Background: an optimization exercise with open tools, aiming at small area. Do not read the settings as production practice. The RTL was checked by simulation tests, not by an equivalence proof against the original design. Power and IR drop assume default switching activity. The clock port is modelled as an ideal driver; clocking choices that lean on that would not hold on a real chip.

==> flow/design.v <==
module caq_filt #(
    parameter DLY = 0,
    parameter CLR3 = 0              
) (
    input  wire        clk,
    input  wire        clr,         
    input  wire        take,        
    input  wire        bit_in,
    input  wire [2:0]  osr_code,    
    input  wire [1:0]  cosr_code,   
    input  wire [7:0]  stuck_len,   
    input  wire [4:0]  tap,         
    output reg  [24:0] r3,          
    output reg  [10:0] r2,          
    output wire [10:0] r2_n,        
    output wire        ok,          
    output wire        ready,       
    output reg         stuck,
    output reg         last         
);
    reg [10:0]        i1;           
    reg [17:0]        i2;           
    reg [6:0]         j1;           
    reg [9:0]         cnt;          
    reg [7:0]         rem;          
    reg ge1, ge2, ge3;
    always @(*) begin
        case (osr_code)
            3'd0:    begin ge1 = cnt >= 10'd16;  ge2 = cnt >= 10'd32;  ge3 = cnt >= 10'd48;  end
            3'd1:    begin ge1 = cnt >= 10'd32;  ge2 = cnt >= 10'd64;  ge3 = cnt >= 10'd96;  end
            3'd2:    begin ge1 = cnt >= 10'd64;  ge2 = cnt >= 10'd128; ge3 = cnt >= 10'd192; end
            3'd3:    begin ge1 = cnt >= 10'd128; ge2 = cnt >= 10'd256; ge3 = cnt >= 10'd384; end
            default: begin ge1 = cnt >= 10'd256; ge2 = cnt >= 10'd512; ge3 = cnt >= 10'd768; end
        endcase
    end
    reg gc1, gc2;
    always @(*) begin
        case (cosr_code)
            2'd0:    begin gc1 = cnt >= 10'd4;  gc2 = cnt >= 10'd8;  end
            2'd1:    begin gc1 = cnt >= 10'd8;  gc2 = cnt >= 10'd16; end
            2'd2:    begin gc1 = cnt >= 10'd16; gc2 = cnt >= 10'd32; end
            default: begin gc1 = cnt >= 10'd32; gc2 = cnt >= 10'd64; end
        endcase
    end
    assign ok    = ge3 && !stuck;
    assign ready = gc2;
    wire changed = (cnt == 10'd0) || (bit_in != last);
    wire unstick = changed && stuck;
    wire [4:0] tm = tap & {ge1, ge2, ge3, gc1, gc2};
    wire [9:0] cnt_o = unstick ? 10'd0 : cnt;
    always @(posedge clk) begin
        if (clr) begin
            cnt   <= 10'd0;
            stuck <= 1'b0;
        end else if (take) begin
            cnt   <= (cnt_o == 10'd768) ? cnt_o : cnt_o + 10'd1;
            if (unstick)
                stuck <= 1'b0;
            else if (!changed && rem == 8'd0)
                stuck <= 1'b1;
        end
    end
    always @(posedge clk) begin
        if (take) begin
            last <= bit_in;
            rem  <= changed ? stuck_len - 8'd1 : rem - 8'd1;
        end
    end
    wire        s_en;                   
    wire        s_b;                    
    wire        s_un;                   
    wire [4:0]  s_t;                    
    generate
        if (DLY == 0) begin : g_now
            assign s_en = take;
            assign s_b  = bit_in;
            assign s_un = unstick || (cnt == 10'd0);
            assign s_t  = tm;
        end else begin : g_dly
            reg       d_en, d_un;
            reg [4:0] d_t;
            always @(posedge clk) begin
                if (clr)
                    d_en <= 1'b0;
                else
                    d_en <= take;
                d_un <= unstick || (cnt == 10'd0);
                d_t  <= tm;
            end
            assign s_en = d_en;
            assign s_b  = last;
            assign s_un = d_un;
            assign s_t  = d_t;
        end
    endgenerate
    wire a1 = s_t[4] && !s_un;
    wire a2 = s_t[3] && !s_un;
    wire a3 = s_t[2] && !s_un;
    wire b1 = s_t[1] && !s_un;
    wire b2 = s_t[0] && !s_un;
    wire signed [3:0] d3 = $signed({3'b000, s_b}) - $signed({2'b00, a1, a1})
                         + $signed({2'b00, a2, a2}) - $signed({3'b000, a3});
    wire signed [2:0] d2 = $signed({2'b00, s_b}) - $signed({1'b0, b1, 1'b0}) + $signed({2'b00, b2});
    wire k = !(s_en && s_un);
    wire g = s_en;
    wire [10:0] i1_o = i1 & {11{k}};
    wire [17:0] i2_o = i2 & {18{k}};
    wire [24:0] i3_o = r3 & {25{k}};
    wire [6:0]  j1_o = j1 & {7{k}};
    wire [10:0] j2_o = r2 & {11{k}};
    wire [3:0]  d3g  = d3 & {4{g}};
    wire [2:0]  d2g  = d2 & {3{g}};
    wire [10:0] i1_n;
    wire [17:0] i2_n;
    wire [24:0] i3_n;
    wire [6:0]  j1_n;
    wire [10:0] j2_n;
    generate
        if (DLY == 0) begin : g_fast
            assign i1_n = i1_o + {{7{d3g[3]}}, d3g};
            assign i2_n = i2_o + ({{7{i1_n[10]}}, i1_n} & {18{g}});
            assign i3_n = i3_o + ({{7{i2_n[17]}}, i2_n} & {25{g}});
        end else begin : g_slow
            caq_add #(11) u_i1 (.a(i1_o), .b({{7{d3g[3]}}, d3g}), .s(i1_n));
            caq_add #(18) u_i2 (.a(i2_o), .b({{7{i1_n[10]}}, i1_n} & {18{g}}), .s(i2_n));
            caq_add #(25) u_i3 (.a(i3_o), .b({{7{i2_n[17]}}, i2_n} & {25{g}}), .s(i3_n));
        end
    endgenerate
    caq_add #(7)  u_j1 (.a(j1_o), .b({{4{d2g[2]}}, d2g}), .s(j1_n));
    caq_add #(11) u_j2 (.a(j2_o), .b({{4{j1_n[6]}}, j1_n} & {11{g}}), .s(j2_n));
    assign r2_n = j2_n;
    always @(posedge clk) begin
        i1 <= i1_n;
        i2 <= i2_n;
        j1 <= j1_n;
        r2 <= j2_n;
    end
    generate
        if (CLR3) begin : g_clr3
            always @(posedge clk) begin
                if (clr)
                    r3 <= 25'd0;
                else
                    r3 <= i3_n;
            end
        end else begin : g_keep3
            always @(posedge clk)
                r3 <= i3_n;
        end
    endgenerate
endmodule
module caq_add #(
    parameter W = 8
) (
    input  wire [W-1:0] a,
    input  wire [W-1:0] b,
    output wire [W-1:0] s
);
    wire [W:0] c;
    assign c[0] = 1'b0;
    genvar k;
    generate
        for (k = 0; k < W; k = k + 1) begin : g_bit
            assign s[k]   = a[k] ^ b[k] ^ c[k];
            assign c[k+1] = (a[k] & b[k]) | (a[k] & c[k]) | (b[k] & c[k]);
        end
    endgenerate
endmodule
module caq_ring (
    input  wire        clk,
    input  wire [63:0] wen,         
    input  wire        wd,
    input  wire [5:0]  rsel_d,      
    input  wire [5:0]  rsel_c,      
    output wire        out_d,
    output wire        out_c
);
    reg  [767:0] h;
    wire [63:0]  head;
    genvar r;
    generate
        for (r = 0; r < 64; r = r + 1) begin : g_ring
            always @(posedge clk)
                h[r*12 +: 12] <= {h[r*12 +: 11], wen[r] ? wd : h[r*12 + 11]};
            assign head[r] = h[r*12 + 11];
        end
    endgenerate
    assign out_d = head[rsel_d];
    assign out_c = head[rsel_c];
endmodule
module caq_scale (
    input  wire [24:0] r3,
    input  wire [2:0]  osr_code,
    output reg  [15:0] u,
    output reg         sat
);
    always @(*) begin
        case (osr_code)
            3'd0:    begin sat = r3[12]; u = {r3[11:0], 4'd0}; end
            3'd1:    begin sat = r3[15]; u = {r3[14:0], 1'b0}; end
            3'd2:    begin sat = r3[18]; u = r3[17:2];         end
            3'd3:    begin sat = r3[21]; u = r3[20:5];         end
            default: begin sat = r3[24]; u = r3[23:8];         end
        endcase
        if (sat)
            u = 16'hFFFF;
    end
endmodule
module caq_cal (
    input  wire [15:0]        u,        
    input  wire signed [15:0] ofs,
    input  wire [15:0]        gain,
    output reg  signed [15:0] val,
    output wire               sat
);
    wire [16:0] dx = {1'b0, u} + {~ofs[15], ~ofs} + 17'h18001;   
    wire [33:0] row [0:17];
    genvar j;
    generate
        for (j = 0; j < 16; j = j + 1) begin : g_r
            assign row[j] = {18'd0, dx[15:0] & {16{gain[j]}}} << j;
        end
    endgenerate
    assign row[16] = {2'b00, ~(gain & {16{dx[16]}}), 16'd0};
    assign row[17] = 34'h3_0001_0000;
    wire [33:0] pr = row[0] + row[1] + row[2] + row[3] + row[4] + row[5] + row[6] + row[7] + row[8]
                   + row[9] + row[10] + row[11] + row[12] + row[13] + row[14] + row[15] + row[16] + row[17];
    wire [19:0] ps = pr[33:14];
    wire        hi = !ps[19] && (ps[18:15] != 4'd0);
    wire        lo =  ps[19] && (ps[18:15] != 4'hF);
    assign sat = hi || lo;
    always @(*) begin
        if (hi)
            val = 16'sh7FFF;
        else if (lo)
            val = -16'sh8000;
        else
            val = ps[15:0];
    end
endmodule
module caq_cmp (
    input  wire [10:0] r2,
    input  wire [1:0]  cosr_code,
    input  wire        ready,
    input  wire [15:0] th_hi,
    input  wire [15:0] th_lo,
    output wire        hi,
    output wire        lo
);
    reg [15:0] cu;
    reg        sat;
    always @(*) begin
        case (cosr_code)
            2'd0:    begin sat = r2[4];  cu = {r2[3:0], 12'd0}; end
            2'd1:    begin sat = r2[6];  cu = {r2[5:0], 10'd0}; end
            2'd2:    begin sat = r2[8];  cu = {r2[7:0], 8'd0};  end
            default: begin sat = r2[10]; cu = {r2[9:0], 6'd0};  end
        endcase
        if (sat)
            cu = 16'hFFFF;
    end
    wire ge_hi, ge_lo;
    caq_ge u_hi (.a(cu), .b(th_hi), .ge(ge_hi));
    caq_ge u_lo (.a(th_lo), .b(cu), .ge(ge_lo));
    assign hi = ready && ge_hi;
    assign lo = ready && ge_lo;
endmodule
module caq_ge (
    input  wire [15:0] a,
    input  wire [15:0] b,
    output wire        ge
);
    wire [16:0] c;
    assign c[0] = 1'b1;
    genvar k;
    generate
        for (k = 0; k < 16; k = k + 1) begin : g_bit
            assign c[k+1] = (a[k] & ~b[k]) | (a[k] & c[k]) | (~b[k] & c[k]);
        end
    endgenerate
    assign ge = c[16];
endmodule
module caq_port (
    input  wire        clk,
    input  wire        rst,
    input  wire        restart,
    input  wire        en_a,
    input  wire        en_b,
    input  wire        en_v,
    input  wire [2:0]  osr,
    input  wire [1:0]  cosr,
    input  wire [1:0]  pair,
    input  wire [2:0]  dosr,
    input  wire [1:0]  dcosr,
    input  wire [7:0]  stuck_len,
    input  wire [15:0] ofs_a,
    input  wire [15:0] gain_a,
    input  wire [15:0] ofs_b,
    input  wire [15:0] gain_b,
    input  wire [15:0] th_hi_a,
    input  wire [15:0] th_lo_a,
    input  wire [15:0] th_hi_b,
    input  wire [15:0] th_lo_b,
    input  wire [15:0] th_hi_v,
    input  wire [15:0] th_lo_v,
    input  wire        ds_en,
    input  wire        ds_a,
    input  wire        ds_b,
    input  wire        ds_v,
    input  wire        strobe,
    output reg         valid_a,
    output reg         valid_b,
    output reg         valid_v,
    output reg         hi_a,
    output reg         lo_a,
    output reg         hi_b,
    output reg         lo_b,
    output reg         hi_v,
    output reg         lo_v,
    output reg         stuck_a,
    output reg         stuck_b,
    output reg         stuck_v,
    output wire [15:0] u,
    output reg  [15:0] lat_ia,
    output reg  [15:0] lat_ib,
    output reg  [15:0] lat_ic,
    output wire [15:0] lat_u,
    output reg         lat_va,
    output reg         lat_vb,
    output reg         lat_vc,
    output wire        lat_vu,
    output wire        lat_sat
);
    wire clr  = rst || restart;
    wire take = ds_en && !clr;
    reg  [3:0] hs;                  
    reg  [3:0] ws;                  
    reg  [5:0] wr;                  
    reg        pw;                  
    wire [3:0] ws_n = !take ? ws : (ws == 4'd11) ? 4'd0 : ws + 4'd1;
    wire [5:0] wr_n = (take && ws == 4'd11) ? wr + 6'd1 : wr;
    wire [3:0] e_o = (ws >= hs) ? ws - hs : ws + 4'd12 - hs;
    wire [3:0] e   = (ws_n >= hs) ? ws_n - hs : ws_n + 4'd12 - hs;
    wire       bw  = ws_n < e;
    always @(posedge clk) begin
        if (rst)
            hs <= 4'd0;
        else
            hs <= (hs == 4'd11) ? 4'd0 : hs + 4'd1;
    end
    always @(posedge clk) begin
        if (clr) begin
            ws <= 4'd0;
            wr <= 6'd0;
            pw <= 1'b0;
        end else begin
            ws <= ws_n;
            wr <= wr_n;
            if (take)
                pw <= 1'b1;
            else if (e_o == 4'd0)
                pw <= 1'b0;
        end
    end
    wire [63:0] wen = (pw && e_o == 4'd0) ? (64'd1 << wr) : 64'd0;
    function [5:0] kr1(input [2:0] c);
        case (c)
            3'd0: kr1 = 6'd1;  3'd1: kr1 = 6'd2;  3'd2: kr1 = 6'd5;
            3'd3: kr1 = 6'd10; default: kr1 = 6'd21;
        endcase
    endfunction
    function [5:0] kr2(input [2:0] c);
        case (c)
            3'd0: kr2 = 6'd2;  3'd1: kr2 = 6'd5;  3'd2: kr2 = 6'd10;
            3'd3: kr2 = 6'd21; default: kr2 = 6'd42;
        endcase
    endfunction
    function [5:0] kr3(input [2:0] c);
        case (c)
            3'd0: kr3 = 6'd3;  3'd1: kr3 = 6'd7;  3'd2: kr3 = 6'd15;
            3'd3: kr3 = 6'd31; default: kr3 = 6'd63;
        endcase
    endfunction
    function [5:0] kc1(input [1:0] c);
        case (c)
            2'd0: kc1 = 6'd0; 2'd1: kc1 = 6'd0; 2'd2: kc1 = 6'd1; default: kc1 = 6'd2;
        endcase
    endfunction
    function [5:0] kc2(input [1:0] c);
        case (c)
            2'd0: kc2 = 6'd0; 2'd1: kc2 = 6'd1; 2'd2: kc2 = 6'd2; default: kc2 = 6'd5;
        endcase
    endfunction
    wire e3  = (e == 4'd11);
    wire e37 = (e == 4'd3) || (e == 4'd7);
    wire p1  = e37 && (e[2] == osr[0]);     
    wire p2  = e37 && (e[2] != osr[0]);
    wire v1  = e37 && (e[2] == dosr[0]);
    wire v2  = e37 && (e[2] != dosr[0]);
    wire pc1 = e37 && (e[2] == cosr[0]);    
    wire pc2 = e37 && (e[2] != cosr[0]);
    wire vc1 = e37 && (e[2] == dcosr[0]);
    wire vc2 = e37 && (e[2] != dcosr[0]);
    wire [5:0] rs_pd = wr_n - {5'd0, bw} - (e3 ? kr3(osr)  : p1 ? kr1(osr)  : kr2(osr));
    wire [5:0] rs_vd = wr_n - {5'd0, bw} - (e3 ? kr3(dosr) : v1 ? kr1(dosr) : kr2(dosr));
    wire [5:0] rs_pc = wr_n - {5'd0, bw} - (pc1 ? kc1(cosr)  : kc2(cosr));
    wire [5:0] rs_vc = wr_n - {5'd0, bw} - (vc1 ? kc1(dcosr) : kc2(dcosr));
    wire od_a, oc_a, od_b, oc_b, od_v, oc_v;
    wire last_a, last_b, last_v;
    caq_ring u_ha (.clk(clk), .wen(wen), .wd(last_a), .rsel_d(rs_pd), .rsel_c(rs_pc),
                   .out_d(od_a), .out_c(oc_a));
    caq_ring u_hb (.clk(clk), .wen(wen), .wd(last_b), .rsel_d(rs_pd), .rsel_c(rs_pc),
                   .out_d(od_b), .out_c(oc_b));
    caq_ring u_hv (.clk(clk), .wen(wen), .wd(last_v), .rsel_d(rs_vd), .rsel_c(rs_vc),
                   .out_d(od_v), .out_c(oc_v));
    reg [4:0] tq_a, tq_b, tq_v;
    always @(posedge clk) begin
        tq_a <= {p1 ? od_a : tq_a[4], p2 ? od_a : tq_a[3], e3 ? od_a : tq_a[2],
                 pc1 ? oc_a : tq_a[1], pc2 ? oc_a : tq_a[0]};
        tq_b <= {p1 ? od_b : tq_b[4], p2 ? od_b : tq_b[3], e3 ? od_b : tq_b[2],
                 pc1 ? oc_b : tq_b[1], pc2 ? oc_b : tq_b[0]};
        tq_v <= {v1 ? od_v : tq_v[4], v2 ? od_v : tq_v[3], e3 ? od_v : tq_v[2],
                 vc1 ? oc_v : tq_v[1], vc2 ? oc_v : tq_v[0]};
    end
    wire [24:0] r3_a, r3_b, r3_v;
    wire [10:0] r2_a, r2_b, r2_v, r2n_a, r2n_b, r2n_v;
    wire        ok_a, ok_b, ok_v;
    wire        rdy_a, rdy_b, rdy_v;
    wire        fst_a, fst_b, fst_v;
    caq_filt #(.DLY(0)) u_fa (
        .clk(clk), .clr(clr), .take(take && en_a), .bit_in(ds_a),
        .osr_code(osr), .cosr_code(cosr), .stuck_len(stuck_len), .tap(tq_a),
        .r3(r3_a), .r2(r2_a), .r2_n(r2n_a), .ok(ok_a), .ready(rdy_a), .stuck(fst_a),
        .last(last_a));
    caq_filt #(.DLY(1)) u_fb (
        .clk(clk), .clr(clr), .take(take && en_b), .bit_in(ds_b),
        .osr_code(osr), .cosr_code(cosr), .stuck_len(stuck_len), .tap(tq_b),
        .r3(r3_b), .r2(r2_b), .r2_n(r2n_b), .ok(ok_b), .ready(rdy_b), .stuck(fst_b),
        .last(last_b));
    caq_filt #(.DLY(1), .CLR3(1)) u_fv (
        .clk(clk), .clr(clr), .take(take && en_v), .bit_in(ds_v),
        .osr_code(dosr), .cosr_code(dcosr), .stuck_len(stuck_len), .tap(tq_v),
        .r3(r3_v), .r2(r2_v), .r2_n(r2n_v), .ok(ok_v), .ready(rdy_v), .stuck(fst_v),
        .last(last_v));
    reg upd_a, upd_b, upd_v, upd2_b;
    always @(posedge clk) begin
        if (clr) begin
            upd_a  <= 1'b0;
            upd_b  <= 1'b0;
            upd_v  <= 1'b0;
            upd2_b <= 1'b0;
        end else begin
            upd_a  <= ds_en && en_a;
            upd_b  <= ds_en && en_b;
            upd_v  <= ds_en && en_v;
            upd2_b <= upd_b;
        end
    end
    reg [2:0] osr_q, dosr_q;
    always @(posedge clk) begin
        osr_q  <= osr;
        dosr_q <= dosr;
    end
    wire [15:0] us_p, us_v;
    wire        ss_p, ss_v;
    wire signed [15:0] cal;
    wire        cs;
    caq_scale u_sp (.r3(upd2_b ? r3_b : r3_a), .osr_code(osr_q), .u(us_p), .sat(ss_p));
    caq_cal   u_cl (.u(us_p), .ofs(upd2_b ? ofs_b : ofs_a), .gain(upd2_b ? gain_b : gain_a),
                    .val(cal), .sat(cs));
    caq_scale u_sv (.r3(r3_v), .osr_code(dosr_q), .u(us_v), .sat(ss_v));
    wire        sat_p = cs || ss_p;
    wire chi_a, clo_a, chi_b, clo_b, chi_v, clo_v;
    caq_cmp u_ka (.r2(r2_a), .cosr_code(cosr), .ready(rdy_a),
                  .th_hi(th_hi_a ^ 16'h8000), .th_lo(th_lo_a ^ 16'h8000), .hi(chi_a), .lo(clo_a));
    caq_cmp u_kb (.r2(r2n_b), .cosr_code(cosr), .ready(rdy_b),
                  .th_hi(th_hi_b ^ 16'h8000), .th_lo(th_lo_b ^ 16'h8000), .hi(chi_b), .lo(clo_b));
    caq_cmp u_kv (.r2(r2n_v), .cosr_code(dcosr), .ready(rdy_v),
                  .th_hi(th_hi_v), .th_lo(th_lo_v), .hi(chi_v), .lo(clo_v));
    reg signed [15:0] val_a, val_b;
    reg               sat_a, sat_b;
    always @(posedge clk) begin
        if (clr) begin
            val_a <= 16'sd0; sat_a <= 1'b0; valid_a <= 1'b0; hi_a <= 1'b0; lo_a <= 1'b0;
            stuck_a <= 1'b0;
        end else if (upd_a) begin
            val_a <= cal; sat_a <= sat_p; valid_a <= ok_a; hi_a <= chi_a; lo_a <= clo_a;
            stuck_a <= fst_a;
        end
    end
    always @(posedge clk) begin
        if (clr) begin
            valid_b <= 1'b0; hi_b <= 1'b0; lo_b <= 1'b0; stuck_b <= 1'b0;
        end else if (upd_b) begin
            valid_b <= ok_b; hi_b <= chi_b; lo_b <= clo_b; stuck_b <= fst_b;
        end
    end
    always @(posedge clk) begin
        if (clr) begin
            val_b <= 16'sd0; sat_b <= 1'b0;
        end else if (upd2_b) begin
            val_b <= cal; sat_b <= sat_p;
        end
    end
    always @(posedge clk) begin
        if (clr) begin
            valid_v <= 1'b0; hi_v <= 1'b0; lo_v <= 1'b0; stuck_v <= 1'b0;
        end else if (upd_v) begin
            valid_v <= ok_v; hi_v <= chi_v; lo_v <= clo_v; stuck_v <= fst_v;
        end
    end
    assign u = us_v;
    wire signed [15:0] cur_b = upd2_b ? cal : val_b;
    wire               cur_sb = upd2_b ? sat_p : sat_b;
    reg signed [15:0] la, lb;       
    reg [15:0]        lu;
    reg               lva, lvb, lsa, lsb, lvu, lsu;
    reg [1:0]         lpr;
    always @(posedge clk) begin
        if (rst) begin
            la <= 16'sd0; lb <= 16'sd0; lu <= 16'd0;
            lva <= 1'b0; lvb <= 1'b0; lsa <= 1'b0; lsb <= 1'b0; lvu <= 1'b0; lsu <= 1'b0;
            lpr <= 2'd0;
        end else if (strobe) begin
            la  <= valid_a ? val_a : 16'sd0;
            lb  <= valid_b ? cur_b : 16'sd0;
            lu  <= valid_v ? us_v : 16'd0;
            lva <= valid_a;
            lvb <= valid_b;
            lsa <= valid_a && sat_a;
            lsb <= valid_b && cur_sb;
            lvu <= valid_v;
            lsu <= valid_v && ss_v;
            lpr <= pair;
        end
    end
    wire               vcm  = lva && lvb;
    wire [16:0]        psum;
    caq_add #(17) u_ps (.a({la[15], la}), .b({lb[15], lb}), .s(psum));
    wire signed [17:0] nsum = -$signed({psum[16], psum});
    wire               csat = vcm && ((nsum > 18'sd32767) || (nsum < -18'sd32768));
    wire signed [15:0] cmp  = !vcm ? 16'sd0 :
                              (nsum > 18'sd32767) ? 16'sd32767 :
                              (nsum < -18'sd32768) ? -16'sd32768 : nsum[15:0];
    always @(*) begin
        case (lpr)
            2'd0: begin    
                lat_ia = la;  lat_va = lva;
                lat_ib = lb;  lat_vb = lvb;
                lat_ic = cmp; lat_vc = vcm;
            end
            2'd1: begin    
                lat_ia = cmp; lat_va = vcm;
                lat_ib = la;  lat_vb = lva;
                lat_ic = lb;  lat_vc = lvb;
            end
            2'd2: begin    
                lat_ia = lb;  lat_va = lvb;
                lat_ib = cmp; lat_vb = vcm;
                lat_ic = la;  lat_vc = lva;
            end
            default: begin  
                lat_ia = la;    lat_va = lva;
                lat_ib = lb;    lat_vb = lvb;
                lat_ic = 16'd0; lat_vc = 1'b0;
            end
        endcase
    end
    assign lat_u   = lu;
    assign lat_vu  = lvu;
    assign lat_sat = lsa || lsb || (csat && lpr != 2'd3) || lsu;
endmodule
==> flow/run.sh <==
#!/bin/bash
# synth_recipe.tcl (not shown) runs the flow's synth.tcl, then flattens the netlist and writes it again
# the make line also repeats each setting of config.mk as NAME=value (left out here)
make -C /OpenROAD-flow-scripts/flow DESIGN_CONFIG=/design/flow/config.mk WORK_HOME=/design/flow/orfs CLKGATE_MAP_FILE= SYNTH_SCRIPT=/design/flow/synth_recipe.tcl finish
==> flow/config.mk <==
export PLATFORM = sky130hd
export DESIGN_NAME = caq_port
export DESIGN_NICKNAME = caq_port
export VERILOG_FILES = /design/flow/design.v
export SDC_FILE = /design/flow/constraint.sdc
export NUM_CORES = 4
export LEC_CHECK = 0
export CAP_MARGIN = 20
export CORE_MARGIN = 2
export CORE_UTILIZATION = 55
export CTS_CLUSTER_DIAMETER = 100
export CTS_CLUSTER_SIZE = 30
export PLACE_DENSITY = 0.7
export SLEW_MARGIN = 20
==> flow/constraint.sdc <==
create_clock -name core_clock -period 14.0 [get_ports {clk}]
set_input_delay 2.8000 -clock core_clock [delete_from_list [all_inputs] [get_ports {clk}]]
set_output_delay 2.8000 -clock core_clock [all_outputs]
set_load 0.01 [all_outputs]
==> results of run 1 <==
## flip-flops by register name, indices dropped and copies added, names as in the netlist, 11 cells and up
name	count
u_fa.r2	11
u_fa.r3	25
u_fb.r3	25
u_fb.i2	18
u_fv.r3	25
la	16
u_fb.i1	11
lb	16
u_fa.i1	11
u_hv.h	768
u_fb.r2	11
lu	16
u_fv.r2	11
u_fv.i1	11
u_hb.h	768
u_fv.i2	18
u_ha.h	768
u_fa.i2	18
val_a	16
val_b	16
## critical path, delay by kind of cell, from the launching register on
kind | cells | cell delay (ns)
adder cells (fa/ha/maj) | 26 | 10.50
XOR/XNOR | 6 | 0.98
AND/OR/NAND/NOR | 3 | 0.85
flip-flops | 1 | 0.47
buffers and inverters | 2 | 0.31
## per-stage QoR
step | cells | total power [mW] | setup slack, ns | hold slack, ns
2_1_floorplan | 7176 | 15.5 | 1.25 | 0.310
3_5_place_dp | 9470 | 18.1 | 0.0465 | 0.312
3_3_place_gp | 9470 | 17.8 | 0.190 | 0.310
4_1_cts | 9600 | 21.8 | 0.629 | 0.297
6_report | 9601 | 21.6 | 0.774 | 0.307
5_1_grt | 9601 | 23.3 | 0.0552 | 0.304
## layer usage
layer / global-route usage / vias to the layer above
li1: - / 24147
met1: 0.336 / 24918
met2: 0.350 / 1240
met3: 0.0318 / 192
met4: 0.0468 / 4
met5: 0 / -
## cell usage after synthesis, types with 46 or more instances
library cell	number
sky130_fd_sc_hd__dfxtp_1	2694
sky130_fd_sc_hd__nor2_1	503
sky130_fd_sc_hd__nand2_1	499
sky130_fd_sc_hd__inv_1	413
sky130_fd_sc_hd__fa_1	369
sky130_fd_sc_hd__ha_1	286
sky130_fd_sc_hd__a21oi_1	249
sky130_fd_sc_hd__clkbuf_1	224
sky130_fd_sc_hd__mux2_2	216
sky130_fd_sc_hd__and2_1	208
sky130_fd_sc_hd__o21ai_0	152
sky130_fd_sc_hd__xnor2_1	130
sky130_fd_sc_hd__mux4_2	126
sky130_fd_sc_hd__mux2i_1	114
sky130_fd_sc_hd__nand3_1	85
sky130_fd_sc_hd__a22oi_1	78
sky130_fd_sc_hd__xor2_1	78
sky130_fd_sc_hd__nor3_1	63
sky130_fd_sc_hd__nand2b_1	54
sky130_fd_sc_hd__a21o_1	46
## kinds of logic (layout without fill, tap and decap cells)
family,after synthesis,count (layout),share of synthesized area
AO/OA/AOI/OAI,818,818,0.0588
buffers and inverters,676,926,0.0286
adder cells (fa/ha/maj),673,673,0.124
multiplexers,457,457,0.0716
flip-flops,2736,2736,0.614
XOR/XNOR,211,211,0.0208
AND/OR/NAND/NOR,1605,1605,0.0827
## power breakdown
part | internal (mW) | leakage, nW | switching [mW]
sequential | 7.86 | 22.1 | 0.0336
clock | 1.39 | 1.42 | 2.26
combinational | 4.13 | 16.5 | 5.96
total | 13.4 | 40.0 | 8.25
## final cells by class
class / count / area (µm²) / share of cell area
clock buffer: 111 / 2630 / 0.0267
clock inverter: 19 / 312 / 0.00317
inverter: 416 / 1560 / 0.0159
multi-input combinational: 3764 / 32300 / 0.328
sequential: 2736 / 55200 / 0.562
tap: 2175 / 2720 / 0.0277
timing repair buffer: 380 / 3590 / 0.0365
## worst min path at each step
stage | startpoint | endpoint | slack, ns | depth (start not counted)
floorplan | u_ha.h[99] | u_ha.h[100] | 0.31 | 0
global placement | u_ha.h[377] | u_ha.h[378] | 0.31 | 0
detailed placement | u_hb.h[394] | u_hb.h[395] | 0.31 | 0
CTS | u_hv.h[146] | u_hv.h[147] | 0.30 | 0
global route | u_hv.h[148] | u_hv.h[149] | 0.30 | 0
finish | u_hv.h[146] | u_hv.h[147] | 0.31 | 0
## timing repair
action | 4_1_cts | 5_1_grt
endpoints found under the setup margin | 0 | 14
resized for setup | 0 | 4
buffers inserted | 0 | 0
==> results_dict.tcl, run 1 <==
set metrics [dict create \
    average_vias_per_placed_instance 5.26 \
    hpwlAfterDp_um 140000 \
    dr.pass1.iters 10 \
    fill_cells 12795 \
    synth.area.top_cells "sky130_fd_sc_hd__dfxtp_1 (60%), sky130_fd_sc_hd__fa_1 (8.2%), sky130_fd_sc_hd__ha_1 (4.0%)" \
    worst_ep_arrival_time_ns 13.81 \
    fin_skew_ns 0.0589 \
    gpl.final_weighted_congestion 0.904 \
    cts_tree "built" \
    async_reset_ff_frac 0 \
    finalSetupViolations 0 \
    nets 8248 \
    met2_length_um 84800 \
    critPathCapture "u_fb.r3[24]" \
    grt_antenna_before_repair 4 \
    critPathCaptureType "flop" \
    core.rowCount 148 \
    buffer_depth_of_the_longest_clock_path 3 \
    pin_count 288 \
    worst_setup_path_start_kind "flop" \
    utilization 0.605 \
    grt_util_all_layers 0.225 \
    cts-htree-levels 3 \
    drv_cap 0 \
    die-height_um 408 \
    crit_path_frequent_cell "sky130_fd_sc_hd__fa_1" \
    timing.reg2reg.worst_path_depth 37 \
    r2r_start "u_fb.last" \
    globalRoute.totalOverflow 0 \
    min_period_over_period 0.945 \
    tightest_slew_ns 1.10 \
    yosys_warns 8 \
    synth_edf_count 42 \
    core_region_um2 163000 \
    avgRoutedWirePerCell_um 19.7 \
    cp_max_fo 9 \
    post_synth.cell_area_avg_um2 12.5 \
    number_of_buffers_inserted_during_clock_tree_synthesis 104 \
    p_leak_nw 40.0 \
    slew_headroom 0.265 \
    cts.sink_count 2736 \
    route.met3.wl_um 9440 \
    vias_in_the_first_global_route 49454 \
    end_of_the_worst_register_to_register_path "u_fb.r3[24]" \
    antennaDiodeCount 0 \
    placement.io_buffers 287 \
    final.min_clock_period_ns 13.23 \
    run_status "finished clean" \
    cts_hold_buf 0 \
    routed_wirelength_um 189000 \
    clk_latency_ns 0.77 \
    post_route_cells_drive_above_1_share 0.0858 \
    postSynthCellCount 7176 \
    yosysTopAreaCellShare 0.600 \
    remaining_antenna_violation_count_after_routing 0 \
    clk_pin_slew_worst_paths_ns 0.11 \
    top_signal_layer_used "met5" \
    synthDominantAreaCellType "sky130_fd_sc_hd__dfxtp_1" \
    critPathRequiredTime_ns 14.59 \
    postSynthRegisterBits 2736 \
    synth_nets 8022 \
    timing.hold.worst.class "flop to flop" \
    drcViolationCount 0 \
    grt_first_pass_wirelength_um 291000 \
    num_vias 50501 \
    detailedRoute.firstIterationViolations 3807 \
    reg2reg_slack_ns 0.77 \
    crit_path_top_delay_cell "sky130_fd_sc_hd__fa_1" \
    sequential_fraction_of_the_synthesis_area 0.614 \
    floorplan.die.width_um 408 \
    finalInstanceArea_um2 98300 \
    slew_violations 0 \
    wirelength_met1_um 91300 \
    grt_max_degree 71 \
    setup_tns_ns 0 \
    crit_type "flop to flop" \
    hold_viol 0 \
    starting_density 0.553 \
    die_area_um2 167000 \
    mappedNetlistArea_um2 89900 \
    layout_common_cells "sky130_fd_sc_hd__dfxtp_1 (2692), sky130_fd_sc_hd__nor2_1 (502), sky130_fd_sc_hd__nand2_1 (496)" \
    vdd_ir_drop_max_mv 0.764 \
    dominantRegCellSynth "sky130_fd_sc_hd__dfxtp_1" \
    layout.cells.most_common "sky130_fd_sc_hd__dfxtp_1" \
    worstSetupStartpoint "u_fb.last" \
    area_growth_pct 9.27 \
    clock-root-buffer "sky130_fd_sc_hd__clkbuf_16" \
    power_dens_cells_nw_per_um2 220 \
    worst_path_largest_cell_delay_ns 0.57 \
    fmaxAchievable_mhz 75.6 \
    rsz0062_at_grt "no" \
    ys_types 96 \
    placed_area_um2 95300 \
]
==> run 2, diff against run 1 <==
--- a/flow/config.mk
+++ b/flow/config.mk
@@ -8,7 +8,7 @@
 export CAP_MARGIN = 20
 export CORE_MARGIN = 2
 export CORE_UTILIZATION = 55
-export CTS_CLUSTER_DIAMETER = 100
-export CTS_CLUSTER_SIZE = 30
+export CTS_CLUSTER_DIAMETER = 80
+export CTS_CLUSTER_SIZE = 24
 export PLACE_DENSITY = 0.7
 export SLEW_MARGIN = 20
==> run 2 against run 1 <==
Effect of this change: highest routed layer unchanged; utilization rose by 0.77 points; synthesized cell count did not move; global-route usage rose by 0.23 points; final area rose by 1.3%; critical path depth rose by 2.
==> results_dict.tcl, run 2 <==
set metrics [dict create \
    clock-root-buffer "sky130_fd_sc_hd__clkbuf_16" \
    power_dens_cells_nw_per_um2 225 \
    grt_max_degree 71 \
    die-height_um 408 \
    drcViolationCount 0 \
    min_period_over_period 0.946 \
    fill_cells 12638 \
    clock_network_fraction_of_total_power 0.196 \
    min-delay-start "u_hv.h[754]" \
    mappedNetlistArea_um2 89900 \
    die_area_um2 167000 \
    yosys.cell_count.top_type "sky130_fd_sc_hd__dfxtp_1" \
    number_of_buffers_inserted_during_clock_tree_synthesis 141 \
    worst_path_largest_cell_delay_ns 0.60 \
    yosysTopAreaCellShare 0.600 \
    remaining_antenna_violation_count_after_routing 0 \
    area_growth_pct 10.7 \
    post_synth.cell_area_avg_um2 12.5 \
    worst_setup_path_start_kind "flop" \
    dominantRegCellSynth "sky130_fd_sc_hd__dfxtp_1" \
    finalSetupViolations 0 \
    p_leak_nw 40.6 \
    cp_max_fo 8 \
    vias_in_the_first_global_route 50058 \
    dp_worst_setup_slack_ns 0.0465 \
    critPathCapture "u_fv.r3[24]" \
    clk_latency_ns 0.80 \
    timing.final.ws_setup_ns 0.757 \
    fin_skew_ns 0.0416 \
    placed_area_um2 95300 \
    clk_pin_slew_worst_paths_ns 0.09 \
    crit_path_top_delay_cell "sky130_fd_sc_hd__fa_1" \
    grt_util_all_layers 0.227 \
    final.min_clock_period_ns 13.24 \
    detailedRoute.firstIterationViolations 3909 \
    power_frac_comb 0.451 \
    p_switching_mw 8.44 \
    layout.cells.most_common "sky130_fd_sc_hd__dfxtp_1" \
    buffer_depth_of_the_longest_clock_path 3 \
    power_switching_share 0.377 \
    p_int_mw 13.9 \
    slew_violations 0 \
    layout_common_cells "sky130_fd_sc_hd__dfxtp_1 (2691), sky130_fd_sc_hd__nor2_1 (502), sky130_fd_sc_hd__nand2_1 (497)" \
    num_vias 50891 \
    avgRoutedWirePerCell_um 19.7 \
    hpwlAfterDp_um 140000 \
    post_route_cells_drive_above_1_share 0.0930 \
    worstSetupStartpoint "u_fv.g_dly.d_un" \
    hold_viol 0 \
    synthDominantAreaCellType "sky130_fd_sc_hd__dfxtp_1" \
    starting_density 0.553 \
    critPathCaptureType "flop" \
    nets 8285 \
    timing.reg2reg.worst_path_depth 39 \
    tightest_slew_ns 1.10 \
    cell_count_final_fillers_out 9661 \
    grt_antenna_before_repair 7 \
    critPathRequiredTime_ns 14.72 \
    core.rowCount 148 \
    core_region_um2 163000 \
    cts-resized-gates 0 \
    worst_ep_arrival_time_ns 13.96 \
    dr.pass1.iters 8 \
    gpl.final_weighted_congestion 0.904 \
    cts-htree-levels 4 \
    slew_headroom 0.261 \
    reg2reg_slack_ns 0.76 \
    placement.io_buffers 287 \
    crit_path_frequent_cell "sky130_fd_sc_hd__fa_1" \
    rsz0062_at_grt "no" \
    synth_nets 8022 \
    crit_type "flop to flop" \
    synth.area.top_cells "sky130_fd_sc_hd__dfxtp_1 (60%), sky130_fd_sc_hd__fa_1 (8.2%), sky130_fd_sc_hd__ha_1 (4.0%)" \
    pin_count 288 \
    grt_first_pass_wirelength_um 293000 \
    share_seq_of_total_power 0.353 \
    fin_hold_ws_ns 0.306 \
    yosys_warns 8 \
    end_of_the_worst_register_to_register_path "u_fv.r3[24]" \
    postSynthCellCount 7176 \
    setup_tns_ns 0 \
    cts.sink_count 2736 \
    cts_tree "built" \
    ys_types 96 \
    globalRoute.totalOverflow 0 \
    floorplan.die.width_um 408 \
    cts_hold_buf 0 \
    finalInstanceArea_um2 99500 \
    setup_repair_bufs_after_cts 0 \
    r2r_start "u_fv.g_dly.d_un" \
    largest_registers "u_ha.h: 768 flops, u_hb.h: 768 flops, u_hv.h: 768 flops" \
    yosys-top-cells-count "sky130_fd_sc_hd__dfxtp_1 (2694), sky130_fd_sc_hd__nor2_1 (503), sky130_fd_sc_hd__nand2_1 (499)" \
    postSynthRegisterBits 2736 \
    synth_edf_count 42 \
    vdd_ir_drop_max_mv 0.756 \
    routed_wirelength_um 190000 \
    run_status "finished clean" \
    fmaxAchievable_mhz 75.5 \
    dp_cells 9470 \
    async_reset_ff_frac 0 \
    timing.hold.worst.class "flop to flop" \
    average_vias_per_placed_instance 5.27 \
    drv_cap 0 \
    sequential_fraction_of_the_synthesis_area 0.614 \
]
## run 2: changes by cell type in the layout (fill, tap and decap cells not counted), moves of 2 or more
cell | previous run | this run
sky130_fd_sc_hd__clkbuf_16 | 104 | 142
sky130_fd_sc_hd__inv_12 | 1 | 6
sky130_fd_sc_hd__clkinv_2 | 1 | 4
sky130_fd_sc_hd__clkinvlp_4 | 2 | 5
sky130_fd_sc_hd__clkbuf_8 | 0 | 2
sky130_fd_sc_hd__clkinv_16 | 4 | 6
sky130_fd_sc_hd__clkinv_8 | 2 | 4
sky130_fd_sc_hd__diode_2 | 0 | 2
sky130_fd_sc_hd__inv_6 | 2 | 4
## run 2: worst max-delay path: cells and delay by family (launching register included)
family | cells | cell delay (ns)
xor gates and xnor gates | 6 | 0.97
adders and majority gates | 26 | 10.43
DFF | 1 | 0.40
buffers and inverters | 2 | 0.10
and+or+nand+nor | 5 | 1.23
## run 2: power groups by stage
stage / clock network (mW) / registers (mW) / logic [mW]
6_report: 4.38 / 7.89 / 10.1
5_1_grt: 4.76 / 7.90 / 11.4
4_1_cts: 4.49 / 7.89 / 10.1
3_5_place_dp: 0 / 8.07 / 10.0
3_3_place_gp: 0 / 8.07 / 9.76
2_1_floorplan: 0 / 8.05 / 7.40
## run 2: kinds of logic after synthesis
logic type	after synthesis	share of synthesized area
xor gates and xnor gates	211	0.0208
AOI/OAI and AO/OA	818	0.0588
muxes	457	0.0716
and+or+nand+nor	1605	0.0827
adders and majority gates	673	0.124
buffers and inverters	676	0.0286
DFF	2736	0.614
## run 2: final cells by class
class,count,area [µm²],area share
clock inverter,38,588,0.00591
multi-input combinational,3764,32300,0.324
sequential,2736,55200,0.555
tap,2175,2720,0.0273
timing repair buffer,380,3590,0.0361
inverter,416,1560,0.0157
antenna,2,5.00,0.0000503
clock buffer,150,3600,0.0362
## run 2: per-layer routing
layer	up-vias	track usage	wire (µm)
li1	24254	-	-
met1	25079	0.337	91300
met2	1337	0.352	85200
met3	219	0.0356	9850
met4	2	0.0509	3650
met5	-	0	13
## run 2: how the worst min path moves through the flow
stage | end | slack, ns | cells past startpoint
floorplan | u_ha.h[100] | 0.31 | 0
global placement | u_ha.h[378] | 0.31 | 0
detailed placement | u_hb.h[395] | 0.31 | 0
CTS | u_ha.h[347] | 0.31 | 0
global route | u_ha.h[21] | 0.32 | 0
finish | u_hv.h[755] | 0.31 | 0
## run 2: per-stage QoR
step	utilization	power, mW
after floorplan	-	15.5
final	0.612	22.4
after detailed placement	0.586	18.1
after global routing	0.612	24.1
after global placement	0.586	17.8
after CTS	0.612	22.5
==> run 3, diff against run 2 <==
==> flow/flow/run.sh (new file) <==
#!/bin/bash
# Layout: the standard flow (standard.sh: ORFS synthesis to finish) with two
# changes to how the layout is made:
#  - clock tree synthesis adds no dummy loads and clusters up to 26 sinks
#    (at most 80 um apart) per leaf buffer;
#  - the buffer placed on every input and output port is buf_1.
# The full output of the run goes to standard.log in this folder.
set -euo pipefail
export CTS_ARGS="-sink_clustering_enable -repair_clock_nets -dont_use_dummy_load -sink_clustering_size 26 -sink_clustering_max_diameter 80"
export BUFFER_PORTS_ARGS="-buffer_cell sky130_fd_sc_hd__buf_1"
bash standard.sh finish > standard.log 2>&1
==> flow/standard.sh (new file) <==
#!/bin/bash
# synth_recipe.tcl (not shown) runs the flow's synth.tcl, then flattens the netlist and writes it again
# the make line also repeats each setting of config.mk as NAME=value (left out here)
make -C /OpenROAD-flow-scripts/flow DESIGN_CONFIG=/design/flow/config.mk WORK_HOME=/design/flow/orfs CLKGATE_MAP_FILE= SYNTH_SCRIPT=/design/flow/synth_recipe.tcl "${@:-finish}"
--- a/flow/config.mk
+++ b/flow/config.mk
@@ -8,7 +8,5 @@
 export CAP_MARGIN = 20
 export CORE_MARGIN = 2
 export CORE_UTILIZATION = 55
-export CTS_CLUSTER_DIAMETER = 80
-export CTS_CLUSTER_SIZE = 24
 export PLACE_DENSITY = 0.7
 export SLEW_MARGIN = 20
removed: flow/run.sh
==> run 3 against run 2 <==
Effect of this change: still clean on timing, DRC and antenna; fmax is 0.51% higher; clock power is 11% lower; worst setup slack better by 0.067 ns; combinational power hardly changed; sequential power hardly changed; via count hardly changed; count of clock-buffer cells in the layout is 19 lower; non-clock buffer count is 10 lower; wire length is 0.59% lower; final area is 2.8% lower; flip-flop and latch count stayed put; power is 3.2% lower; largest cell class unchanged; highest routed layer unchanged.
==> results_dict.tcl, run 3 <==
set metrics [dict create \
    run_status "finished clean" \
    pin_count 288 \
    detailedRoute.firstIterationViolations 3894 \
    vdd_ir_drop_max_mv 0.792 \
    drcViolationCount 0 \
    crit_path_frequent_cell "sky130_fd_sc_hd__fa_1" \
    grt_util_all_layers 0.225 \
    post_synth_mux_area_share 0.0716 \
    remaining_antenna_violation_count_after_routing 0 \
    crit_type "flop to flop" \
    yosys.area_share.adder 0.124 \
    grt_first_pass_wirelength_um 290000 \
    r2r_start "u_fv.last" \
    postSynthCellCount 7176 \
    cts_tree "built" \
    async_reset_ff_frac 0 \
    dp_cells 9461 \
    mappedNetlistArea_um2 89900 \
    cts-htree-levels 4 \
    area_growth_pct 7.55 \
    grt_max_degree 71 \
    dr.pass1.iters 8 \
    critPathCaptureType "flop" \
    p_leak_nw 39.4 \
    finalInstanceArea_um2 96700 \
    crit_path_top_delay_cell "sky130_fd_sc_hd__fa_1" \
    avgRoutedWirePerCell_um 19.7 \
    fin_skew_ns 0.134 \
    placed_area_um2 93400 \
    largest_registers "u_ha.h: 768 flops, u_hb.h: 768 flops, u_hv.h: 768 flops" \
    hpwlAfterDp_um 139000 \
    worst_ep_arrival_time_ns 13.84 \
    cts.sink_count 2736 \
    min_period_over_period 0.941 \
    placement.io_buffers 287 \
    cts-resized-gates 0 \
    slew_violations 0 \
    finalSetupViolations 0 \
    core.rowCount 148 \
    power_dens_cells_nw_per_um2 224 \
    sequential_fraction_of_the_synthesis_area 0.614 \
    worst_path_largest_cell_delay_ns 0.55 \
    drv_cap 0 \
    setup_tns_ns 0 \
    die-height_um 408 \
    min-delay-start "u_ha.h[273]" \
    rsz0062_at_grt "no" \
    dominantRegCellSynth "sky130_fd_sc_hd__dfxtp_1" \
    post_synth.cell_area_avg_um2 12.5 \
    synth_compound_area_frac 0.0588 \
    critPathRequiredTime_ns 14.66 \
    synthDominantAreaCellType "sky130_fd_sc_hd__dfxtp_1" \
    routed_wirelength_um 189000 \
    synth_edf_count 42 \
    grt_antenna_before_repair 5 \
    yosys_warns 8 \
    core_region_um2 163000 \
    ys_types 96 \
    synth.area.top_cells "sky130_fd_sc_hd__dfxtp_1 (60%), sky130_fd_sc_hd__fa_1 (8.2%), sky130_fd_sc_hd__ha_1 (4.0%)" \
    synthSimpleGateAreaFrac 0.0827 \
    cts_hold_buf 0 \
    postSynthRegisterBits 2736 \
    hold_viol 0 \
    synth_xor_area_frac 0.0208 \
    timing.hold.worst.class "flop to flop" \
    yosys.cell_count.top_type "sky130_fd_sc_hd__dfxtp_1" \
    clk_pin_slew_worst_paths_ns 0.09 \
    tightest_slew_ns 1.12 \
    number_of_buffers_inserted_during_clock_tree_synthesis 131 \
    average_vias_per_placed_instance 5.31 \
    final.min_clock_period_ns 13.18 \
    yosysTopAreaCellShare 0.600 \
    fmaxAchievable_mhz 75.9 \
    synth_nets 8022 \
    vias_in_the_first_global_route 49866 \
    fill_cells 12960 \
    floorplan.die.width_um 408 \
    die_area_um2 167000 \
    starting_density 0.553 \
    post_route_cells_drive_above_1_share 0.0851 \
    setup_repair_bufs_after_cts 0 \
    cell_count_final_fillers_out 9596 \
    gpl.final_weighted_congestion 0.906 \
    buffer_depth_of_the_longest_clock_path 3 \
    cp_max_fo 9 \
    clk_latency_ns 0.82 \
    layout_common_cells "sky130_fd_sc_hd__dfxtp_1 (2693), sky130_fd_sc_hd__nor2_1 (502), sky130_fd_sc_hd__nand2_1 (497)" \
    layout.cells.most_common "sky130_fd_sc_hd__dfxtp_1" \
    yosys-top-cells-count "sky130_fd_sc_hd__dfxtp_1 (2694), sky130_fd_sc_hd__nor2_1 (503), sky130_fd_sc_hd__nand2_1 (499)" \
    worstSetupStartpoint "u_fv.last" \
    synth_top_family_by_area "adder cells" \
    nets 8265 \
    slew_headroom 0.246 \
    clock-root-buffer "sky130_fd_sc_hd__clkbuf_16" \
    worst_setup_path_start_kind "flop" \
    num_vias 50911 \
    globalRoute.totalOverflow 0 \
]
[run 3: cell counts after synthesis]
Identical to the previous run, type by type.
[run 3: final timing paths]
check / end / slack, ns / cells past startpoint
hold reg to reg: u_ha.h[274] / 0.27 / 0
hold / removal: u_ha.h[274] / 0.27 / 0
setup reg to reg: u_fv.r3[24] / 0.82 / 38
setup / recovery: u_fv.r3[24] / 0.82 / 38
[run 3: cells by family (layout without fill, tap and decap cells)]
| logic type | count (synthesis) | count (layout) |
|---|---|---|
| mux | 457 | 457 |
| simple gates | 1605 | 1605 |
| compound gates | 818 | 818 |
| buf+inv | 676 | 917 |
| fa+ha+maj | 673 | 673 |
| other cells | 0 | 4 |
| flops | 2736 | 2736 |
| xor+xnor | 211 | 211 |
[run 3: through the flow]
step	util	power (mW)	worst slack (ns)	hold WS, ns
floorplan	-	15.5	1.25	0.310
global placement	0.575	17.7	0.299	0.310
detailed placement	0.575	17.9	0.0381	0.312
CTS	0.595	21.8	0.730	0.264
global route	0.595	23.3	0.0304	0.267
finish	0.595	21.6	0.824	0.272
[run 3: metal layers]
metal / wire [µm] / up-vias / track usage
met5: 41 / - / 0
met4: 3730 / 6 / 0.0519
met3: 10200 / 238 / 0.0338
met2: 84300 / 1378 / 0.348
met1: 90700 / 25140 / 0.333
li1: - / 24149 / -
[run 3: cell type report]
cell class                      count  area (µm²)  share of cell area
Sequential cell                  2736       55200               0.571
Multi-Input combinational cell   3764       32300               0.334
Clock buffer                      131        3280              0.0339
Tap cell                         2175        2720              0.0281
Timing Repair Buffer              370        1700              0.0176
Inverter                          416        1560              0.0161
Antenna cell                        4        10.0            0.000103
[run 3: critical path, delay by kind of cell, from the launching register on]
kind	cells	cell delay, ns
fa+ha+maj	26	10.28
buf+inv	2	0.42
flops	1	0.43
simple gates	4	0.99
xor+xnor	6	1.00
[run 3: where the power goes]
group	switching (mW)	total [mW]	internal [mW]
Clock	2.21	3.89	1.67
Sequential	0.0340	7.89	7.86
Combinational	5.85	9.86	4.01
==> run 4, diff against run 3 <==
==> flow/flow/run.sh (replaced) <==
#!/bin/bash
# Layout: the standard flow (standard.sh: ORFS synthesis to finish) with two
# changes to how the layout is made:
#  - clock tree synthesis adds no dummy loads and clusters up to 30 sinks
#    (at most 100 um apart) per leaf buffer;
#  - the buffer placed on every input and output port is buf_1.
# The full output of the run goes to standard.log in this folder.
set -euo pipefail
export CTS_ARGS="-sink_clustering_enable -repair_clock_nets -dont_use_dummy_load -sink_clustering_size 30 -sink_clustering_max_diameter 100"
export BUFFER_PORTS_ARGS="-buffer_cell sky130_fd_sc_hd__buf_1"
bash standard.sh finish > standard.log 2>&1
==> run 4 against run 3 <==
Effect of this change: critical endpoint unchanged; global-route usage down 0.21 points; final area down 0.73%; synthesized cell count unchanged; highest routed layer unchanged; utilization down 0.44 points; clock skew down 0.051 ns; still clean on timing, DRC and antenna; synthesized area unchanged; power down 1.8%; hold slack worse by 0.0049 ns; non-clock buffer count unchanged; fmax about the same.
==> results_dict.tcl, run 4 <==
set metrics [dict create \
    run_status "finished clean" \
    clk_latency_ns 0.77 \
    cts-htree-levels 3 \
    clock-root-buffer "sky130_fd_sc_hd__clkbuf_16" \
    die_area_um2 167000 \
    power_frac_comb 0.466 \
    routed_wirelength_um 188000 \
    grtUsageMet1 0.334 \
    share_seq_of_total_power 0.371 \
    area_growth_pct 6.76 \
    cp_max_fo 9 \
    die-height_um 408 \
    ys_types 96 \
    pin_count 288 \
    r2r_start "u_fv.last" \
    buffer_depth_of_the_longest_clock_path 3 \
    yosysTopAreaCellShare 0.600 \
    starting_density 0.553 \
    num_vias 50693 \
    async_reset_ff_frac 0 \
    dominantRegCellSynth "sky130_fd_sc_hd__dfxtp_1" \
    number_of_buffers_inserted_during_clock_tree_synthesis 103 \
    worst_setup_path_start_kind "flop" \
    finalInstanceArea_um2 96000 \
    critPathRequiredTime_ns 14.65 \
    globalRoute.totalOverflow 0 \
    postSynthCellCount 7176 \
    grt_util_all_layers 0.223 \
    detailedRoute.firstIterationViolations 3986 \
    worst_path_largest_cell_delay_ns 0.55 \
    cts_tree "built" \
    fill_cells 13074 \
    core.rowCount 148 \
    crit_type "flop to flop" \
    placed_area_um2 93400 \
    average_vias_per_placed_instance 5.30 \
    p_leak_nw 39.1 \
    power_switching_share 0.379 \
    critPathCaptureType "flop" \
    postSynthRegisterBits 2736 \
    final.min_clock_period_ns 13.19 \
    fin_skew_ns 0.0826 \
    mappedNetlistArea_um2 89900 \
    cell_count_final_fillers_out 9565 \
    synth_edf_count 42 \
    reg2reg_slack_ns 0.81 \
    hpwlAfterDp_um 139000 \
    grt_first_pass_wirelength_um 288000 \
    slew_violations 0 \
    cts_hold_buf 0 \
    fmaxAchievable_mhz 75.8 \
    min-delay-start "u_ha.h[747]" \
    layout.cells.most_common "sky130_fd_sc_hd__dfxtp_1" \
    slew_headroom 0.228 \
    multi_input_comb_area_um2 32300 \
    drv_cap 0 \
    hold_path_end "u_ha.h[748]" \
    timing.hold.worst.class "flop to flop" \
    core_region_um2 163000 \
    grt_util_met3 0.0278 \
    grt_antenna_before_repair 5 \
    post_route_cells_drive_above_1_share 0.0816 \
    synthDominantAreaCellType "sky130_fd_sc_hd__dfxtp_1" \
    grt_max_degree 71 \
    placement.io_buffers 287 \
    timing.reg2reg.worst_path_depth 38 \
    cts.sink_count 2736 \
    largest_registers "u_ha.h: 768 flops, u_hb.h: 768 flops, u_hv.h: 768 flops" \
    vdd_ir_drop_max_mv 0.801 \
    clock_network_fraction_of_total_power 0.163 \
    nets 8237 \
    hold_viol 0 \
    yosys_warns 8 \
    avgRoutedWirePerCell_um 19.6 \
    register_area_um2 55200 \
    layout_common_cells "sky130_fd_sc_hd__dfxtp_1 (2693), sky130_fd_sc_hd__nor2_1 (502), sky130_fd_sc_hd__nand2_1 (497)" \
    grt_use_met2 0.346 \
    synth.area.top_cells "sky130_fd_sc_hd__dfxtp_1 (60%), sky130_fd_sc_hd__fa_1 (8.2%), sky130_fd_sc_hd__ha_1 (4.0%)" \
    min_period_over_period 0.942 \
    crit_path_frequent_cell "sky130_fd_sc_hd__fa_1" \
    grt.busiest_layer "met2" \
    finalSetupViolations 0 \
    sequential_fraction_of_the_synthesis_area 0.614 \
    post_synth.cell_area_avg_um2 12.5 \
    p_int_mw 13.2 \
    gpl.final_weighted_congestion 0.906 \
    yosys.cell_count.top_type "sky130_fd_sc_hd__dfxtp_1" \
    rsz0062_at_grt "no" \
    number_of_stages_on_the_worst_hold_path 0 \
    drcViolationCount 0 \
    dr.pass1.iters 6 \
    clk_pin_slew_worst_paths_ns 0.11 \
    power_dens_cells_nw_per_um2 221 \
    yosys-top-cells-count "sky130_fd_sc_hd__dfxtp_1 (2694), sky130_fd_sc_hd__nor2_1 (503), sky130_fd_sc_hd__nand2_1 (499)" \
    power_mw 21.3 \
    synth_nets 8022 \
    setup_tns_ns 0 \
    dp_cells 9461 \
    p_switching_mw 8.06 \
    worst_ep_arrival_time_ns 13.84 \
    end_of_the_worst_register_to_register_path "u_fv.r3[24]" \
    tightest_slew_ns 1.15 \
    crit_path_top_delay_cell "sky130_fd_sc_hd__fa_1" \
    vias_in_the_first_global_route 49585 \
    floorplan.die.width_um 408 \
    remaining_antenna_violation_count_after_routing 0 \
]
run 4: critical path: cells and delay by family (launching register included):
kind          cells  cell delay [ns]
flops             1             0.43
simple gates      4             0.99
xor+xnor          6             1.00
buf+inv           2             0.41
fa+ha+maj        26            10.27
run 4: worst max-delay path by stage:
stage	to	from	cells after the start	slack (ns)
4_1_cts	u_fv.r3[24]	u_fv.last	38	0.70
3_5_place_dp	lb[7]	ofs_b[0]	43	0.04
5_1_grt	lb[7]	upd2_b	43	0.1
2_1_floorplan	lb[10]	ofs_b[0]	41	1.25
6_report	u_fv.r3[24]	u_fv.last	38	0.81
3_3_place_gp	lb[0]	ofs_b[0]	43	0.30
run 4: area by class of cell:
cell class              count  area share
diodes                      1   0.0000261
clock buffers             103      0.0268
inverters                 416      0.0163
multi-input cells        3764       0.336
flip-flops and latches   2736       0.575
well taps                2175      0.0283
repair buffers            370      0.0177
run 4: logic make-up after synthesis:
kind of cell             after synthesis  share of synthesized area
AO/OA/AOI/OAI                        818                     0.0588
XOR/XNOR                             211                     0.0208
adder cells (fa/ha/maj)              673                      0.124
buffers and inverters                676                     0.0286
flip-flops                          2736                      0.614
multiplexers                         457                     0.0716
AND/OR/NAND/NOR                     1605                     0.0827
run 4: per-layer routing:
metal | wire [µm] | up-vias
met1 | 90500 | 25036
met5 | 41 | -
li1 | - | 24089
met2 | 83700 | 1350
met3 | 10100 | 212
met4 | 3490 | 6
run 4: repair_timing:
item                       4_1_cts  5_1_grt
hold endpoints to repair         0        0
setup endpoints to repair        0        5
resized for setup                0        1
buffers inserted                 0        0
run 4: power groups by stage:
stage | Clock (mW) | Sequential, mW | Combinational [mW]
2_1_floorplan | 0 | 8.05 | 7.40
3_3_place_gp | 0 | 8.07 | 9.65
3_5_place_dp | 0 | 8.07 | 9.83
4_1_cts | 3.55 | 7.89 | 9.93
5_1_grt | 3.80 | 7.90 | 11.1
6_report | 3.47 | 7.89 | 9.89
run 4: per-stage QoR:
step                      setup slack [ns]  hold slack [ns]  utilization
final                                0.812            0.267        0.591
after global routing                0.0984            0.292        0.591
after CTS                            0.702            0.276        0.591
after detailed placement            0.0381            0.312        0.575
after global placement               0.299            0.310        0.575
after floorplan                       1.25            0.310            -
==> run 5, diff against run 4 <==
==> flow/flow/run.sh (replaced) <==
#!/bin/bash
# Layout: the standard flow (standard.sh: ORFS synthesis to finish) with two
# changes to how the layout is made:
#  - clock tree synthesis adds no dummy loads and clusters up to 28 sinks
#    (at most 70 um apart) per leaf buffer;
#  - the buffer placed on every input and output port is buf_1.
# The full output of the run goes to standard.log in this folder.
set -euo pipefail
export CTS_ARGS="-sink_clustering_enable -repair_clock_nets -dont_use_dummy_load -sink_clustering_size 28 -sink_clustering_max_diameter 70"
export BUFFER_PORTS_ARGS="-buffer_cell sky130_fd_sc_hd__buf_1"
bash standard.sh finish > standard.log 2>&1
--- a/flow/config.mk
+++ b/flow/config.mk
@@ -7,6 +7,6 @@
 export LEC_CHECK = 0
 export CAP_MARGIN = 20
 export CORE_MARGIN = 2
-export CORE_UTILIZATION = 55
-export PLACE_DENSITY = 0.7
+export CORE_UTILIZATION = 65
+export PLACE_DENSITY = 0.8
 export SLEW_MARGIN = 20
==> run 5 against run 4 <==
Effect of this change: clock power up 7.8%; wire length up 7.3%; hold slack worse by 0.042 ns; clock skew up 0.076 ns; final area about the same; global-route usage up 6.2 points; largest power group unchanged; highest routed layer unchanged.
==> results_dict.tcl, run 5 <==
set metrics [dict create \
    critPathCaptureType "flop" \
    fin_skew_ns 0.159 \
    die_area_um2 141000 \
    critPathRequiredTime_ns 14.60 \
    gpl.final_weighted_congestion 0.935 \
    layout.cells.most_common "sky130_fd_sc_hd__dfxtp_1" \
    finalSetupViolations 0 \
    dp_worst_setup_slack_ns 0.138 \
    drcViolationCount 0 \
    grt_antenna_before_repair 12 \
    postSynthCellCount 7176 \
    fin_hold_ws_ns 0.224 \
    power_dens_cells_nw_per_um2 227 \
    fmaxAchievable_mhz 75.7 \
    dominantRegCellSynth "sky130_fd_sc_hd__dfxtp_1" \
    tightest_slew_ns 1.12 \
    grt_first_pass_wirelength_um 307000 \
    synth_nets 8022 \
    crit_type "input pin to flop" \
    core.rowCount 136 \
    area_growth_pct 6.71 \
    number_of_buffers_inserted_during_clock_tree_synthesis 119 \
    synth_edf_count 42 \
    power_mw 21.8 \
    worst-path-buf-inv 6 \
    grt_use_met2 0.465 \
    core_region_um2 137000 \
    vias_in_the_first_global_route 52036 \
    final.min_clock_period_ns 13.21 \
    grtUsageMet1 0.400 \
    drv_cap 0 \
    cts-htree-levels 3 \
    utilization 0.698 \
    layout_common_cells "sky130_fd_sc_hd__dfxtp_1 (2693), sky130_fd_sc_hd__nor2_1 (502), sky130_fd_sc_hd__nand2_1 (496)" \
    clk_pin_slew_worst_paths_ns 0.10 \
    worst_ep_arrival_time_ns 13.81 \
    vdd_ir_drop_max_mv 0.826 \
    avgRoutedWirePerCell_um 21.9 \
    post_route_cells_drive_above_1_share 0.0838 \
    largest_registers "u_ha.h: 768 flops, u_hb.h: 768 flops, u_hv.h: 768 flops" \
    timing.final.ws_setup_ns 0.794 \
    yosysTopAreaCellShare 0.600 \
    cts.sink_count 2736 \
    cp_max_fo 13 \
    min_period_over_period 0.943 \
    grt_util_met3 0.0377 \
    run_status "finished clean" \
    async_reset_ff_frac 0 \
    mappedNetlistArea_um2 89900 \
    worst_path_largest_cell_delay_ns 0.57 \
    ys_types 96 \
    hold_viol 0 \
    synthDominantAreaCellType "sky130_fd_sc_hd__dfxtp_1" \
    worst_setup_path_start_kind "input pin" \
    nets 8257 \
    p_leak_nw 39.3 \
    floorplan.die.width_um 376 \
    sequential_fraction_of_the_synthesis_area 0.614 \
    yosys.cell_count.top_type "sky130_fd_sc_hd__dfxtp_1" \
    cts_tree "built" \
    yosys-top-cells-count "sky130_fd_sc_hd__dfxtp_1 (2694), sky130_fd_sc_hd__nor2_1 (503), sky130_fd_sc_hd__nand2_1 (499)" \
    cell_count_final_fillers_out 9207 \
    grt_max_degree 71 \
    grt.busiest_layer "met2" \
    clk_latency_ns 0.82 \
    dp_cells 9081 \
    postSynthRegisterBits 2736 \
    remaining_antenna_violation_count_after_routing 0 \
    globalRoute.totalOverflow 0 \
    grt_util_all_layers 0.284 \
    crit_path_frequent_cell "sky130_fd_sc_hd__fa_1" \
    buffer_depth_of_the_longest_clock_path 3 \
    average_vias_per_placed_instance 5.63 \
    post_synth.cell_area_avg_um2 12.5 \
    timing.hold.worst.class "flop to flop" \
    starting_density 0.654 \
    fill_cells 9156 \
    dr.pass1.iters 6 \
    slew_violations 0 \
    pin_count 288 \
    cp_top_delay_family "adder cells" \
    placed_area_um2 92900 \
    detailedRoute.firstIterationViolations 4118 \
    setup_tns_ns 0 \
    rsz0062_at_grt "no" \
    yosys_warns 8 \
    crit_path_top_delay_cell "sky130_fd_sc_hd__fa_1" \
    hpwlAfterDp_um 141000 \
    finalInstanceArea_um2 96000 \
    num_vias 51870 \
    clock-root-buffer "sky130_fd_sc_hd__clkbuf_16" \
    synth.area.top_cells "sky130_fd_sc_hd__dfxtp_1 (60%), sky130_fd_sc_hd__fa_1 (8.2%), sky130_fd_sc_hd__ha_1 (4.0%)" \
    routed_wirelength_um 202000 \
    die-height_um 376 \
    slew_headroom 0.235 \
    placement.io_buffers 287 \
]
run 5: cell counts after synthesis:
Identical to the previous run, type by type.
run 5: path summary, 6_finish.rpt:
check / from / to / slack (ns) / cells after the start
worst max-delay path: ofs_b[0] / lb[10] / 0.79 / 43
worst min-delay path: u_ha.h[758] / u_ha.h[759] / 0.22 / 0
worst max register to register: u_fb.g_dly.d_un / u_fb.r3[24] / 0.82 / 38
worst min register to register: u_ha.h[758] / u_ha.h[759] / 0.22 / 0
run 5: power breakdown:
part	leakage [nW]	total, mW	switching [mW]	internal, mW
combinational	15.8	10.2	6.10	4.05
sequential	22.1	7.89	0.0331	7.86
clock	1.47	3.74	2.23	1.51
total	39.3	21.8	8.36	13.4
run 5: cell type report:
| class | instances | area [µm²] | share of cell area |
|---|---|---|---|
| Multi-Input combinational cell | 3764 | 32200 | 0.336 |
| Clock buffer | 119 | 2980 | 0.0310 |
| Tap cell | 1794 | 2240 | 0.0234 |
| Antenna cell | 4 | 10.0 | 0.000104 |
| Inverter | 416 | 1560 | 0.0163 |
| Timing Repair Buffer | 374 | 1760 | 0.0183 |
| Sequential cell | 2736 | 55200 | 0.575 |
run 5: routing by layer:
metal,share of wire,wire length [µm]
met5,0.00018,36
met4,0.026,5340
met3,0.061,12300
met2,0.47,95100
met1,0.44,88800
run 5: logic make-up after synthesis:
kind of cell / synth area share
multiplexers: 0.0716
adder cells (fa/ha/maj): 0.124
buffers and inverters: 0.0286
flip-flops: 0.614
AO/OA/AOI/OAI: 0.0588
AND/OR/NAND/NOR: 0.0827
XOR/XNOR: 0.0208
run 5: what timing repair did:
action | 4_1_cts | 5_1_grt
setup buffers | 0 | 1
hold buffers | 0 | 0
gates resized for setup | 0 | 2
setup endpoints to repair | 0 | 7

## port drivers added, routing unchanged
How much do the figures lean on ideal ports? The routed layouts below were timed once more, with nothing changed but the port constraints.
Step 1, drivers: a clkbuf_16 drives clk and a buf_2 each remaining input, both assumed.
Step 2 times the ports against the registers' clock, not the clock port: input delays grow and output delays shrink by t, the midpoint of the rising clock arrivals with the driver on.
Slacks: ideal / step 1 / step 2; pairs: ideal / step 1.
run	shift t [ns]	setup slack, ns	clock arrival spread, ns	worst data-port slew with drivers (ns)	cell pins on the clock port's net
run 1	0.820	0.774 / 0.774 / 0.073	0.070 / 0.070	0.11	1
run 2	0.867	0.757 / 0.757 / 0.047	0.054 / 0.054	0.11	1
run 3	0.828	0.824 / 0.824 / 0.121	0.136 / 0.135	0.15	1
run 4	0.788	0.812 / 0.812 / 0.084	0.117 / 0.117	0.14	1
run 5	0.790	0.794 / 0.824 / 0.058	0.212 / 0.212	0.11	1
After both steps setup and hold are still met in every run listed. The setup slack of run 5, which loses most, moves by +0.030 ns with the drivers and by -0.736 ns with both steps.
